This is an optimization exercise on Yosys and OpenROAD, whose aim is a short achievable clock period and few clock cycles per item, not a production implementation. Only simulation tests tie the RTL to the original design; equivalence was not proved. Power and IR drop assume default switching activity.

==> inputs of branch pepper <==
Design shx_engine, start of the top module:
module shx_engine (
    input  wire        clk,
    input  wire        rst,
    input  wire        start,
    input  wire [16:0] held_len,
    output wire        ready,
    output wire        blk_rd_en,
    output wire [14:0] blk_rd_addr,
    input  wire [31:0] blk_rd_data,
    output wire        out_we,
    output wire [13:0] out_waddr,
    output wire [3:0]  out_wstrb,
    output wire [31:0] out_wdata,
    output wire        out_re,
    output wire [13:0] out_raddr,
    input  wire [31:0] out_rdata,
    output reg         done,
    output reg  [1:0]  verdict
);
clock: 10.0 ns
lec_check: 0
abc_clock_period_in_ps: 2500
cap_margin: 20
core_margin: 2
core_utilization: 55
place_density: 0.7
slew_margin: 20
standard.sh (not shown) runs the stock make flow with config.mk's settings and CLKGATE_MAP_FILE= SYNTH_SCRIPT=/design/flow/synth_recipe.tcl, a recipe that flattens the netlist after the stock synthesis.
==> flow/flow/run.sh <==
#!/bin/bash
set -euo pipefail
bash standard.sh SETUP_SLACK_MARGIN=6.5 finish > standard.log 2>&1
==> branch garnet (differences from branch pepper) <==
==> flow/run.sh (new file) <==
#!/bin/bash
# synth_recipe.tcl (not shown) runs the flow's synth.tcl, then flattens the netlist and writes it again
# the make line also repeats each setting of config.mk as NAME=value (left out here)
make -C /OpenROAD-flow-scripts/flow DESIGN_CONFIG=/design/flow/config.mk WORK_HOME=/design/flow/orfs CLKGATE_MAP_FILE= SYNTH_SCRIPT=/design/flow/synth_recipe.tcl finish
--- a/flow/config.mk
+++ b/flow/config.mk
@@ -5,9 +5,10 @@
 export SDC_FILE = /design/flow/constraint.sdc
 export NUM_CORES = 4
 export LEC_CHECK = 0
 export ABC_CLOCK_PERIOD_IN_PS = 2500
 export CAP_MARGIN = 20
 export CORE_MARGIN = 2
 export CORE_UTILIZATION = 55
 export PLACE_DENSITY = 0.7
+export SETUP_SLACK_MARGIN = 5
 export SLEW_MARGIN = 20
removed: flow/flow/run.sh
removed: flow/standard.sh
==> branch nickel (differences from branch pepper) <==
--- a/flow/design.v
+++ b/flow/design.v
@@ -384,31 +384,32 @@
         end
     endfunction
     reg [3:0] state;
     reg       ready_r;
     assign ready = ready_r;
     wire idle = (state == S_IDLE);
     reg         a_req;
     reg  [14:0] a_addr;
+    reg  [14:0] a_ra;          
     reg         a_v1;
     reg  [2:0]  a_tot;         
     reg         a_on;
     reg  [1:0]  q_l;           
     wire [63:0] a_win;
     wire        a_ge1, a_ge2;
     wire        a_pop;
     assign blk_rd_en   = a_req;
     assign blk_rd_addr = a_addr;
     wire a_issue = a_on && (a_tot < 3'd5);
     shx_fifo fa (.clk(clk), .clr(idle), .push(a_v1), .din(blk_rd_data), .pop(a_pop),
                  .win(a_win), .ge1(a_ge1), .ge2(a_ge2));
     reg         b_req;
     reg  [13:0] b_addr;
-    reg  [13:0] b_ra;
+    reg  [13:0] b_ra;          
     reg         b_v1;
     reg  [2:0]  b_tot;
     reg         b_on;
     wire [63:0] b_win;
     wire        b_ge1, b_ge2;
     wire        b_pop;
     wire        b_clr;
     assign out_re    = b_req;
@@ -437,16 +438,18 @@
     reg  [31:0] crc_exp;
     reg  [17:0] rq0;           
     reg  [16:0] orig_m1;
     wire [15:0] f_dots  = h1[15:0];
     wire [7:0]  f_lines = h1[23:16];
     wire [7:0]  f_bpd   = h1[31:24];
     reg  [18:0] wbits;
     reg         bpd_ok;
+    reg  [18:0] wb_r;
+    reg         h_bad;         
     always @* begin
         bpd_ok = 1'b1;
         case (f_bpd)
             8'd1: wbits = {3'd0, f_dots};
             8'd2: wbits = {2'd0, f_dots, 1'b0};
             8'd4: wbits = {1'd0, f_dots, 2'b0};
             8'd6: wbits = {1'd0, f_dots, 2'b0} + {2'd0, f_dots, 1'b0};
             8'd8: wbits = {f_dots, 3'b0};
@@ -456,19 +459,17 @@
             end
         endcase
     end
     reg  [16:0] pp;            
     reg  [17:0] rem_p;         
     reg  [17:0] rem_q;         
     reg         bad_r;         
     reg  [1:0]  t_op;
-    reg  [5:0]  t_lc;
-    reg  [7:0]  t_b1, t_b2, t_b3;
-    reg  [1:0]  t_hl;
+    reg         p3_first;      
     reg  [1:0]  t_ql;          
     reg         t_cross;       
     reg  [16:0] t_nm1;         
     reg  [7:0]  t_rep;
     reg  [17:0] rq_h;          
     reg  [17:0] rq_h1;         
     reg  [17:0] t_d, t_dm4;
     reg         t_fast;
@@ -574,17 +575,21 @@
             2'd2: a_sh = a_win[47:16];
             default: a_sh = a_win[55:24];
         endcase
     end
     wire [7:0] tb    = a_sh[7:0];
     wire [1:0] tb_hl = (tb[5:0] < 6'd62) ? 2'd1 : (tb[5:0] == 6'd62) ? 2'd2 : 2'd3;
     wire [2:0] tb_k  = {1'b0, tb_hl} + ((tb[7:6] == 2'd1) ? 3'd1 : 3'd0);
     wire [2:0] tb_e  = {1'b0, q_l} + tb_k;
-    assign a_pop = ((state == S_P2) && t_cross) || ((state == S_HDR) && a_ge1) ||
+    wire [17:0] rq_m1 = rem_q - 18'd1;
+    wire [17:0] rq_m2 = rem_q - 18'd2;
+    wire [17:0] rq_m3 = rem_q - 18'd3;
+    wire [17:0] rq_m4 = rem_q - 18'd4;
+    assign a_pop = ((state == S_P3) && p3_first && t_cross) || ((state == S_HDR) && a_ge1) ||
                    (e_lit && a_has && xw);
     assign b_pop = e_upf && b_has && xw;
     assign b_clr = load && (c_k == K_UPF) && !c_cont;
     wire [16:0] p3_x   = {15'd0, pp[1:0]} + t_nm1;
     wire [17:0] p3_e   = {1'b0, pp} + {1'b0, t_nm1} + 18'd1;
     wire [17:0] p3_s   = {1'b0, pp} - t_d;
     wire [17:0] p3_s4  = {1'b0, pp} - t_dm4;
     wire [17:0] p3_rp  = rem_p + {1'b1, ~t_nm1};
@@ -673,19 +678,23 @@
                 3'd1: h1 <= a_win[31:0];
                 3'd2: h2 <= a_win[31:0];
                 3'd3: h3 <= a_win[31:0];
                 3'd4: crc_exp <= a_win[31:0];
                 3'd7: h_chk <= a_win[31:16];
                 default: ;
             endcase
         end
+        wb_r  <= wbits;
+        h_bad <= (f_dots == 16'd0) || (f_lines == 8'd0) || (f_lines > 8'd32) || !bpd_ok ||
+                 (wbits[2:0] != 3'd0) || (h2 > 32'd65536) ||
+                 (h3 < 32'd33) || (h3 > {15'd0, held});
         if (state == S_H1) begin
-            hw       <= wbits[18:3];
-            hw_sh    <= {3'd0, wbits[18:0]} >> 3;
+            hw       <= wb_r[18:3];
+            hw_sh    <= {3'd0, wb_r} >> 3;
             ln_sh    <= f_lines[5:0];
             orig_p32 <= {1'b0, h2} + 33'd32;
         end
         if (state == S_H2) begin
             d1      <= {1'b0, hw};
             d2      <= {1'b0, hw, 1'b0};
             d1m4    <= {2'd0, hw} - 18'd4;
             d2m4    <= {1'b0, hw, 1'b0} - 18'd4;
@@ -695,37 +704,30 @@
             orig_m1 <= h2[16:0] - 17'd1;
         end
         if (state == S_MUL) begin
             hw_sh <= hw_sh << 1;
             ln_sh <= ln_sh >> 1;
         end
         if (state == S_P1) begin
             t_op    <= tb[7:6];
-            t_lc    <= tb[5:0];
-            t_b1    <= a_sh[15:8];
-            t_b2    <= a_sh[23:16];
-            t_b3    <= a_sh[31:24];
-            t_hl    <= tb_hl;
             t_ql    <= tb_e[1:0];
             t_cross <= tb_e[2];
-        end
-        if (state == S_P2) begin
-            if (t_lc < 6'd62)
-                t_nm1 <= {11'd0, t_lc};
-            else if (t_lc == 6'd62)
-                t_nm1 <= 17'd62 + {9'd0, t_b1};
+            if (tb[5:0] < 6'd62)
+                t_nm1 <= {11'd0, tb[5:0]};
+            else if (tb[5:0] == 6'd62)
+                t_nm1 <= 17'd62 + {9'd0, a_sh[15:8]};
             else
-                t_nm1 <= 17'd318 + {1'b0, t_b2, t_b1};
-            t_rep  <= (t_hl == 2'd1) ? t_b1 : (t_hl == 2'd2) ? t_b2 : t_b3;
-            rq_h   <= rem_q - {16'd0, t_hl};
-            rq_h1  <= rem_q - {16'd0, t_hl} - 18'd1;
-            t_d    <= (t_op == 2'd2) ? {1'b0, d1} : d2;
-            t_dm4  <= (t_op == 2'd2) ? d1m4 : d2m4;
-            t_fast <= (t_op == 2'd2) ? f1 : f2;
+                t_nm1 <= 17'd318 + {1'b0, a_sh[23:8]};
+            t_rep  <= (tb_hl == 2'd1) ? a_sh[15:8] : (tb_hl == 2'd2) ? a_sh[23:16] : a_sh[31:24];
+            rq_h   <= (tb_hl == 2'd1) ? rq_m1 : (tb_hl == 2'd2) ? rq_m2 : rq_m3;
+            rq_h1  <= (tb_hl == 2'd1) ? rq_m2 : (tb_hl == 2'd2) ? rq_m3 : rq_m4;
+            t_d    <= (tb[7:6] == 2'd2) ? {1'b0, d1} : d2;
+            t_dm4  <= (tb[7:6] == 2'd2) ? d1m4 : d2m4;
+            t_fast <= (tb[7:6] == 2'd2) ? f1 : f2;
         end
         if (state == S_P3 && !c_v) begin
             c_k    <= (t_op == 2'd0) ? K_LIT : (t_op == 2'd1) ? K_REP :
                       t_fast ? K_UPF : K_UPS;
             c_cont <= t_op[1] && t_fast && (prev_up == t_op);
             c_pw   <= pp[16:2];
             c_pl   <= pp[1:0];
             c_wrem <= p3_x[16:2];
@@ -743,55 +745,46 @@
             c_pl   <= 2'd0;
             c_wrem <= orig_m1[16:2];
             c_lw   <= (orig_m1[16:2] == 15'd0);
             c_w1   <= (orig_m1[16:2] == 15'd1);
             c_ll   <= orig_m1[1:0];
         end
     end
     always @(posedge clk) begin
+        done    <= !rst && ((state == S_FIN2) || (state == S_MAL));
+        verdict <= (state == S_MAL) ? V_MAL : crc_eq ? V_OK : V_CRC;
+        ready_r <= rst || (idle && !start) || (state == S_FIN2) || (state == S_MAL);
+        a_req   <= !rst && (a_issue || (idle && start));
+        a_addr  <= idle ? 15'd0 : a_ra;
+        b_req   <= !rst && (b_clr || b_issue || (e_ups && ph == 2'd0));
+        b_addr  <= b_clr ? c_s[15:2] : b_issue ? b_ra : s[15:2];
+    end
+    always @(posedge clk) begin
         if (rst) begin
             state   <= S_IDLE;
-            ready_r <= 1'b1;
-            done    <= 1'b0;
-            verdict <= V_OK;
-            a_req   <= 1'b0;
             a_on    <= 1'b0;
-            b_req   <= 1'b0;
             b_on    <= 1'b0;
             c_v     <= 1'b0;
             e_act   <= 1'b0;
             e_lit   <= 1'b0;
             e_rep   <= 1'b0;
             e_upf   <= 1'b0;
             e_ups   <= 1'b0;
             we_r    <= 1'b0;
             k_v     <= 1'b0;
             dv      <= 1'b0;
         end else begin
-            done <= 1'b0;
             a_v1 <= a_req;
-            if (a_issue) begin
-                a_req  <= 1'b1;
-                a_addr <= a_addr + 15'd1;
-            end else begin
-                a_req  <= 1'b0;
-            end
+            if (a_issue)
+                a_ra <= a_ra + 15'd1;
             a_tot <= a_tot + {2'd0, a_issue} - {2'd0, a_pop};
             b_v1 <= b_req;
-            if (b_issue) begin
-                b_req  <= 1'b1;
-                b_addr <= b_ra;
-                b_ra   <= b_ra + 14'd1;
-            end else if (e_ups && ph == 2'd0) begin
-                b_req  <= 1'b1;
-                b_addr <= s[15:2];
-            end else begin
-                b_req  <= 1'b0;
-            end
+            if (b_issue)
+                b_ra <= b_ra + 14'd1;
             b_tot <= b_tot + {2'd0, b_issue} - {2'd0, b_pop};
             we_r <= step_cp || step_sl;
             k_v  <= step_cp || step_sl;
             if (e_ups)
                 ph <= (ph == 2'd2) ? 2'd0 : ph + 2'd1;
             if (nxt_w)
                 lw_r <= w1_r;
             if (step_cp && e_lit)
@@ -811,58 +804,51 @@
                 e_rep <= (c_k == K_REP);
                 e_upf <= (c_k == K_UPF);
                 e_ups <= (c_k == K_UPS);
                 lw_r  <= c_lw;
                 ph    <= 2'd0;
                 if (c_k == K_UPF) begin
                     b_on <= 1'b1;
                     if (!c_cont) begin
-                        b_req  <= 1'b1;
-                        b_addr <= c_s[15:2];
                         b_ra   <= c_sw1;
                         b_tot  <= 3'd1;
                         b_v1   <= 1'b0;
                     end
                 end
             end
             dv   <= k_v;
             case (state)
                 S_IDLE: begin
-                    a_addr  <= 15'd0;
+                    a_ra    <= 15'd1;
                     a_tot   <= 3'd0;
                     a_v1    <= 1'b0;
                     q_l     <= 2'd0;
                     hk      <= 3'd0;
                     crc16   <= 16'hFFFF;
                     pp      <= 17'd0;
                     bad_r   <= 1'b0;
                     prev_up <= 2'd0;
                     if (start) begin
-                        ready_r <= 1'b0;
                         a_on    <= 1'b1;
-                        a_req   <= 1'b1;
                         a_tot   <= 3'd1;
                         state   <= S_HDR;
                     end
                 end
                 S_HDR: if (a_ge1) begin
                     hk <= hk + 3'd1;
                     if (hk == 3'd7) begin
                         crc16 <= h16_2;
                         state <= S_H1;
                     end else begin
                         crc16 <= h16_4;
                     end
                 end
                 S_H1: begin
-                    bad <= (crc16 != h_chk) || !h0_ok || (f_dots == 16'd0) ||
-                           (f_lines == 8'd0) || (f_lines > 8'd32) || !bpd_ok ||
-                           (wbits[2:0] != 3'd0) || (h2 > 32'd65536) ||
-                           (h3 < 32'd33) || (h3 > {15'd0, held});
+                    bad <= (crc16 != h_chk) || !h0_ok || h_bad;
                     acc      <= 22'd0;
                     mi       <= 3'd0;
                     state    <= S_H2;
                 end
                 S_H2: begin
                     if (h_raw ? ({1'b0, h3} != orig_p32) : ({1'b0, h3} > orig_p32))
                         bad <= 1'b1;
                     state   <= S_MUL;
@@ -889,58 +875,52 @@
                 S_P1: begin
                     if (bad_r) begin
                         state <= S_MAL;
                     end else if (rem_p == 18'd0) begin
                         state <= (rem_q == 18'd0) ? S_END : S_MAL;
                     end else if (rem_q == 18'd0) begin
                         state <= S_MAL;
                     end else if (a_ge2) begin
-                        state <= S_P2;
+                        p3_first <= 1'b1;
+                        state    <= S_P3;
                     end
                 end
-                S_P2: begin
-                    q_l   <= t_ql;
-                    state <= S_P3;
-                end
                 S_P3: begin
+                    if (p3_first)
+                        q_l <= t_ql;
+                    p3_first <= 1'b0;
                     if (!c_v) begin
                         c_v     <= 1'b1;
                         prev_up <= (t_op[1] && t_fast) ? t_op : 2'd0;
                         bad_r   <= p3_bad;
                         pp      <= p3_e[16:0];
                         rem_p   <= p3_rp;
                         rem_q   <= (t_op == 2'd0) ? p3_rql : (t_op == 2'd1) ? rq_h1 : rq_h;
                         state   <= (t_op == 2'd0) ? S_LITW : S_P1;
                     end
                 end
                 S_LITW: begin
                     if (bad_r)
                         state <= S_MAL;
-                    else if (!c_v && !e_lit)
+                    else if (!c_v && (!e_lit || fin_now))
                         state <= S_P1;
                 end
                 S_END: begin
                     if (!c_v && !e_act && !we_r && !k_v && !dv)
                         state <= S_FIN;
                 end
                 S_FIN: begin
                     state <= S_FIN2;
                 end
                 S_FIN2: begin
-                    done    <= 1'b1;
-                    verdict <= crc_eq ? V_OK : V_CRC;
-                    ready_r <= 1'b1;
                     a_on    <= 1'b0;
                     state   <= S_IDLE;
                 end
                 S_MAL: begin
-                    done    <= 1'b1;
-                    verdict <= V_MAL;
-                    ready_r <= 1'b1;
                     a_on    <= 1'b0;
                     b_on    <= 1'b0;
                     c_v     <= 1'b0;
                     e_act   <= 1'b0;
                     e_lit   <= 1'b0;
                     e_rep   <= 1'b0;
                     e_upf   <= 1'b0;
                     e_ups   <= 1'b0;
==> flow/flow/run.sh (replaced) <==
#!/bin/bash
set -euo pipefail
bash standard.sh SETUP_SLACK_MARGIN=7.2 finish > standard.log 2>&1
==> flow/config.mk (replaced) <==
export PLATFORM = sky130hd
export DESIGN_NAME = shx_engine
export DESIGN_NICKNAME = shx_engine
export VERILOG_FILES = /design/flow/design.v
export SDC_FILE = /design/flow/constraint.sdc
export NUM_CORES = 4
export LEC_CHECK = 0
export ABC_CLOCK_PERIOD_IN_PS = 2500
export CAP_MARGIN = 20
export CORE_MARGIN = 2
export CORE_UTILIZATION = 60
export PLACE_DENSITY = 0.75
export SLEW_MARGIN = 20
==> run summary <==
- The highest wire length belongs to branch nickel, the lowest to branch pepper.
- Combinational power: branch nickel is higher than branch garnet (about 12%).
- Worst hold slack, highest first: branch pepper, branch nickel, branch garnet.
- Via count: branch nickel > branch garnet > branch pepper.
- Clock-buffer cell count: branch pepper is higher than branch nickel (1).
- Fmax: branch garnet is lower than branch nickel (about 22%).
- Utilization: branch nickel > branch pepper > branch garnet.
- The highest global-route usage belongs to branch nickel, the lowest to branch pepper.
- The lowest clock power belongs to branch nickel, the highest to branch garnet.
- Against branch garnet, the cell area of branch nickel is higher by about 8%.
- Register-to-register slack, highest first: branch nickel, branch pepper, branch garnet.
==> figures <==
| item | branch nickel | branch garnet | branch pepper |
|---|---|---|---|
| Power spent charging and discharging nets | 16.3 mW | 15.5 mW | 15.4 mW |
| Combinational group share of total power | 62.6% | 58.9% | 59.2% |
| Sequential fraction of total cell area | 36.8% | 40.0% | 40.0% |
| P_clk | 4.97 mW | 5.42 mW | 5.21 mW |
| Internal power summed over all cells | 20.0 mW | 18.7 mW | 18.6 mW |
| Result of the run | no timing/DRC/antenna violations | no timing/DRC/antenna violations | no timing/DRC/antenna violations |
| Die ar. | 127000 um2 | 137000 um2 | 137000 um2 |
| Share of cells above drive strength 1 | 19.1% | 8.45% | 9.79% |
| Reg2reg path depth | 12 | 13 | 9 |
| Weighted congestion reported at the end of routability-driven placement | 1.04 | 1.02 | 0.998 |
| First-pass GRT wire length | 370000 um | 362000 um | 358000 um |
| Number of enable-type register cells in the synthesized netlist | 744 | 789 | 789 |
| Share of cell area taken by muxes after synthesis | 4.74% | 4.37% | 4.37% |
| Placed cell areas | 77900 um2 | 77500 um2 | 77300 um2 |
| Worst clock skew on the final layout | 0.0317 ns | 0.0698 ns | 0.0588 ns |
| Worst R2R Start | t_nm1[0] | e_sl[0] | fa.f[9] |
| Flip-flop and latch count after synthesis | 1252 | 1251 | 1251 |
| Vias/cell | 6.48 | 6.25 | 6.20 |
| Highest clock rate | 301 MHz | 235 MHz | 286 MHz |
| Cell Pwr Density | 409 nW/um2 | 415 nW/um2 | 411 nW/um2 |
| Total via count in the routed design | 61581 | 57638 | 57302 |
| Layout-to-synthesis area ratio | 1.194x | 1.117x | 1.118x |
| Count of non-filler cells in the finished layout | 9506 | 9226 | 9237 |
Testbench counts of branch pepper, summed over its fixed seeds: cycles 519,073, out bytes 2,053,632.
Testbench counts of branch garnet, summed over its fixed seeds: cycles 519,073, out bytes 2,053,632.
Testbench counts of branch nickel, summed over its fixed seeds: cycles 518,258, out bytes 2,053,632.

## re-timing with driven ports
The results above use ideal ports. As a check the final layouts listed here were re-extracted and re-timed, cells and wires unchanged. Step 1 sets driving cells, clkbuf_16 on the clock port and buf_2 on the other inputs (assumed; they add their load-dependent delay and slew). Step 2 times the ports against the registers' clock, not the clock port: input delays grow and output delays shrink by t, the midpoint of the rising clock arrivals with the driver on. Three values: ideal ports, drivers, drivers and shift; two values: the first two.
run | t, ns | setup slack, ns | worst slew at a driven data input, ns | cell pins on the clock port's net
branch pepper | 0.860 | 6.506 / 6.418 / 5.905 | 0.12 | 1
branch garnet | 0.848 | 5.748 / 5.748 / 5.298 | 0.09 | 1
branch nickel | 0.875 | 6.675 / 6.593 / 6.378 | 0.15 | 1
After both steps setup and hold are still met in every run listed. For branch pepper, which loses most, drivers alone change the setup slack by -0.088 ns; drivers and shift together by -0.601 ns.
